Source: an optimization exercise on an open RTL-to-GDS flow (aim: small area, a short achievable clock period and few clock cycles). Production flows keep margins and buffers that such runs may drop.
In this exercise RTL edits were held to simulation tests only and were not proved equivalent to the original.
No activity file was given, so power comes from the tool's default toggle rates.

Design lay_dpu, start of the top module:
module lay_dpu (
    input  wire        clk,
    input  wire        rst,           
    input  wire        cmd_valid,
    output wire        cmd_ready,
    input  wire [5:0]  cmd_op,
    input  wire [1:0]  cmd_acc,       
    input  wire [1:0]  cmd_lanes,     
    input  wire [1:0]  cmd_part,      
    input  wire [2:0]  cmd_t,         
    input  wire        cmd_sat,
    input  wire        cmd_rnd,       
    input  wire        cmd_int,       
    input  wire        cmd_trk,       
    input  wire [23:0] cmd_a,
    input  wire [23:0] cmd_b,
    input  wire [23:0] cmd_c,
    input  wire [23:0] cmd_d,
    input  wire [23:0] cmd_e,
    output reg         rsp_valid,
    output reg  [23:0] rsp_data,
    output reg         rsp_annul,
    output reg  [5:0]  rsp_flags,
    output reg  [4:0]  rsp_bx
);
    localparam OP_NOP   = 6'd0,  OP_MOV   = 6'd1,  OP_ADD   = 6'd2,
               OP_SUB   = 6'd3,  OP_CMP   = 6'd4,  OP_NEG   = 6'd5,
               OP_ABS   = 6'd6,  OP_MIN   = 6'd7,  OP_MAX   = 6'd8,
  ...
export LEC_CHECK = 0
export ABC_AREA = 1
export CAP_MARGIN = 20
export CORE_MARGIN = 2
export CORE_UTILIZATION = 30
export CTS_CLUSTER_DIAMETER = 120
export CTS_CLUSTER_SIZE = 22
export PLACE_DENSITY = 0.6
export SLEW_MARGIN = 20
create_clock -name core_clock -period 20.0 [get_ports {clk}]
standard.sh (not shown) runs the stock make flow with config.mk's settings and CLKGATE_MAP_FILE= SYNTH_SCRIPT=/design/flow/synth_recipe.tcl, a recipe that flattens the netlist after the stock synthesis.
==> flow/flow/run.sh <==
#!/bin/bash
# Layout flow: the standard flow (standard.sh), with ORFS's timing
# repair asked to leave a setup margin (so that it sizes and buffers the
# paths that set the achieved period) and the ports buffered with buf_4.
export SETUP_SLACK_MARGIN=14.9
export BUFFER_PORTS_ARGS="-buffer_cell sky130_fd_sc_hd__buf_4"
bash standard.sh > standard.log 2>&1
Testbench counts at the start, summed over its fixed seeds: cycles 11,472.
Change:
Settings changed: GPL_ROUTABILITY_DRIVEN set to 0, PLACE_DENSITY 0.6 to 0.5.
Global-route usage drops by 1.3 points.
Worst hold slack is better by 3.2 ps.
Combinational power climbs by about 2%.
Clock-buffer cell count drops by 2.
Cell count is about the same.
Via count is about the same.
Setup slack is worse by 52 ps.
Non-clock buffer count drops by 22.
Die area is unchanged.

---

lay_dpu again, from the RTL that the note above started with.
export LEC_CHECK = 0
export ABC_AREA = 1
export CAP_MARGIN = 20
export CORE_MARGIN = 2
export CORE_UTILIZATION = 30
export CTS_CLUSTER_DIAMETER = 110
export CTS_CLUSTER_SIZE = 24
export PLACE_DENSITY = 0.5
export SLEW_MARGIN = 20
create_clock -name core_clock -period 20.0 [get_ports {clk}]
==> flow/flow/run.sh <==
#!/bin/bash
# Layout flow: the standard flow (standard.sh), with ORFS's timing
# repair asked to leave a setup margin (so that it sizes and buffers the
# paths that set the achieved period) and the ports buffered with buf_4.
export SETUP_SLACK_MARGIN=14.8
export BUFFER_PORTS_ARGS="-buffer_cell sky130_fd_sc_hd__buf_4"
bash standard.sh > standard.log 2>&1
Testbench counts at the start, summed over its fixed seeds: cycles 11,472.
Then changed:
--- a/flow/flow/run.sh
+++ b/flow/flow/run.sh
@@ -4,3 +4,3 @@
 # paths that set the achieved period) and the ports buffered with buf_4.
-export SETUP_SLACK_MARGIN=14.8
+export SETUP_SLACK_MARGIN=14.9
 export BUFFER_PORTS_ARGS="-buffer_cell sky130_fd_sc_hd__buf_4"
Settings changed: ABC_AREA 1 to default, CTS_CLUSTER_DIAMETER 110 to 120, CTS_CLUSTER_SIZE 24 to 22.
After rerunning: The new run went through all stages and came out clean; total power falls by 0.53%; count of clock-buffer cells in the layout rises by 2; die area falls by 0.41%; core utilization rises by 1.1 points; global-route usage falls by 0.97 points; final area rises by 3.0%; area after synthesis falls by 0.42%; first-iteration DRC count falls by 2.2%; combinational power falls by about 1%; critical path depth rises by 8; via count falls by 8.4%.

---

Another version of the RTL of lay_dpu (not shown whole).
For scale: ~8500 cells after synthesis, roughly 690 flip-flops, roughly 60000 sq um of cells after synthesis.
export LEC_CHECK = 0
export ABC_AREA = 1
export CAP_MARGIN = 20
export CORE_MARGIN = 2
export CORE_UTILIZATION = 30
export CTS_CLUSTER_DIAMETER = 100
export CTS_CLUSTER_SIZE = 26
export PLACE_DENSITY = 0.5
export SLEW_MARGIN = 20
create_clock -name core_clock -period 20.0 [get_ports {clk}]
==> flow/flow/run.sh <==
#!/bin/bash
# Layout flow: the standard flow (standard.sh), with ORFS's timing
# repair asked to leave a setup margin (so that it sizes and buffers the
# paths that set the achieved period) and the ports buffered with buf_4.
export SETUP_SLACK_MARGIN=14.8
export BUFFER_PORTS_ARGS="-buffer_cell sky130_fd_sc_hd__buf_4"
bash standard.sh > standard.log 2>&1
The baseline went through all stages and came out clean.
Testbench counts at the start, summed over its fixed seeds: cycles 11,502.
Then changed:
ABC_AREA = not set   (was 1)
CTS_CLUSTER_DIAMETER = not set   (was 100)
CTS_CLUSTER_SIZE = not set   (was 26)
Outcome:
- The changed run went through all stages and came out clean
- maximum frequency falls by about 1%
- global-route usage goes down by 0.19 points
- design area rose by about 3%
- setup slack gets worse by 0.050 ns
- clock skew shrinks by 0.020 ns
- routed wire length shrinks by about 1%
- total power increases by about 8%
- via count came out lower by about 8%
Then changed:
ABC_AREA = 1   (was not set)
CTS_BUF_LIST = sky130_fd_sc_hd__clkbuf_8   (was not set)
CTS_CLUSTER_SIZE = 20   (was not set)
Cell count rises by about a fifth.
Final area falls slightly.
Power falls by a few percent.
Clock power falls by roughly a tenth.
Hold slack got worse by 0.015 ns.
Area after synthesis falls slightly.
Register-to-register slack improved by 0.14 ns.
Critical path depth falls by 20.
Sequential share of layout area rises by 0.28 points.
Then changed:
--- a/flow/flow/run.sh
+++ b/flow/flow/run.sh
@@ -5 +5 @@
-export SETUP_SLACK_MARGIN=14.8
+export SETUP_SLACK_MARGIN=15.0
ABC_AREA = not set   (was 1)
CTS_BUF_LIST = not set   (was sky130_fd_sc_hd__clkbuf_8)
CTS_CLUSTER_SIZE = not set   (was 20)
=> Now the flow finished but failed the layout checks on capacitance limit; final cell count drops by about 14%; worst hold slack is better by 0.0080 ns; setup slack is better by 0.015 ns.
Then changed:
--- a/flow/flow/run.sh
+++ b/flow/flow/run.sh
@@ -5 +5 @@
-export SETUP_SLACK_MARGIN=15.0
+export SETUP_SLACK_MARGIN=14.8
ABC_AREA = 1   (was not set)
CTS_CLUSTER_DIAMETER = 120   (was not set)
CTS_CLUSTER_SIZE = 22   (was not set)
Outcome: The changed run finished clean; maximum frequency increases by 3.4%; worst hold slack is better by 0.0053 ns; design area came out lower by 6.8%; core utilization came out lower by 2.4 points; critical path depth goes down by 19; clock skew is about the same; sequential power barely changes; routed wire length drops by 0.97%; non-clock buffer count decreases by 185; power shrinks by 12%.
Then changed:
--- a/flow/flow/run.sh
+++ b/flow/flow/run.sh
@@ -5 +5 @@
-export SETUP_SLACK_MARGIN=14.8
+export SETUP_SLACK_MARGIN=14.5
ABC_AREA = not set   (was 1)
CTS_CLUSTER_DIAMETER = not set   (was 120)
CTS_CLUSTER_SIZE = not set   (was 22)
After rerunning: Die area climbs by 0.44%. Area after synthesis rose by about 0.44%. Fmax came out lower by about 6.6%. Critical path depth went up by 15. Final area climbs by 1.1%. Clock-buffer cell count rises by 49. Final cell count drops by 15%. Worst setup slack gets worse by 0.37 ns.

afterwards: timing with drivers on the ports:
The results above use ideal ports. As a check the final layouts listed here were re-extracted and re-timed, cells and wires unchanged. Step 1: set_driving_cell puts a clkbuf_16 on clk and a buf_2 on each other input, an assumption about the parent block. Step 2 moves the port delays by t, midway between the first and last clock arrival at a register: inputs arrive t later, outputs are due t later. That takes back most of the time a late clock gives input paths. Three values: ideal, step 1, step 2; two values: the first two.
run | t, ns | setup slack, ns | worst setup path at the end | worst data-port slew with drivers (ns) | pins driven straight from the clock port
the first run of note 1 | 0.754 | 14.757 / 14.672 / 14.524 | input to register | 0.06 | 1
the second run of note 1 | 0.777 | 14.704 / 14.627 / 14.512 | input to register | 0.07 | 1
the first run of note 2 | 0.744 | 14.756 / 14.683 / 14.427 | input to register | 0.06 | 1
the second run of note 2 | 0.763 | 14.690 / 14.675 / 14.690 | register to register | 0.05 | 1
the first run of note 3 | 0.738 | 14.760 / 14.681 / 14.825 | register to register | 0.06 | 1
the second run of note 3 | 0.802 | 14.710 / 14.664 / 14.701 | input to register | 0.14 | 1
the third run of note 3 | 0.939 | 14.593 / 14.517 / 14.810 | input to register | 0.06 | 1
the fourth run of note 3 | 0.816 | 14.608 / 14.608 / 14.608 | register to register | 0.12 | 1
the fifth run of note 3 | 0.730 | 14.786 / 14.708 / 14.814 | register to register | 0.06 | 1
the sixth run of note 3 | 0.790 | 14.419 / 14.419 / 14.419 | register to register | 0.14 | 1
For the first run of note 2, which loses most, drivers alone change the setup slack by -0.073 ns; drivers and shift together by -0.329 ns.
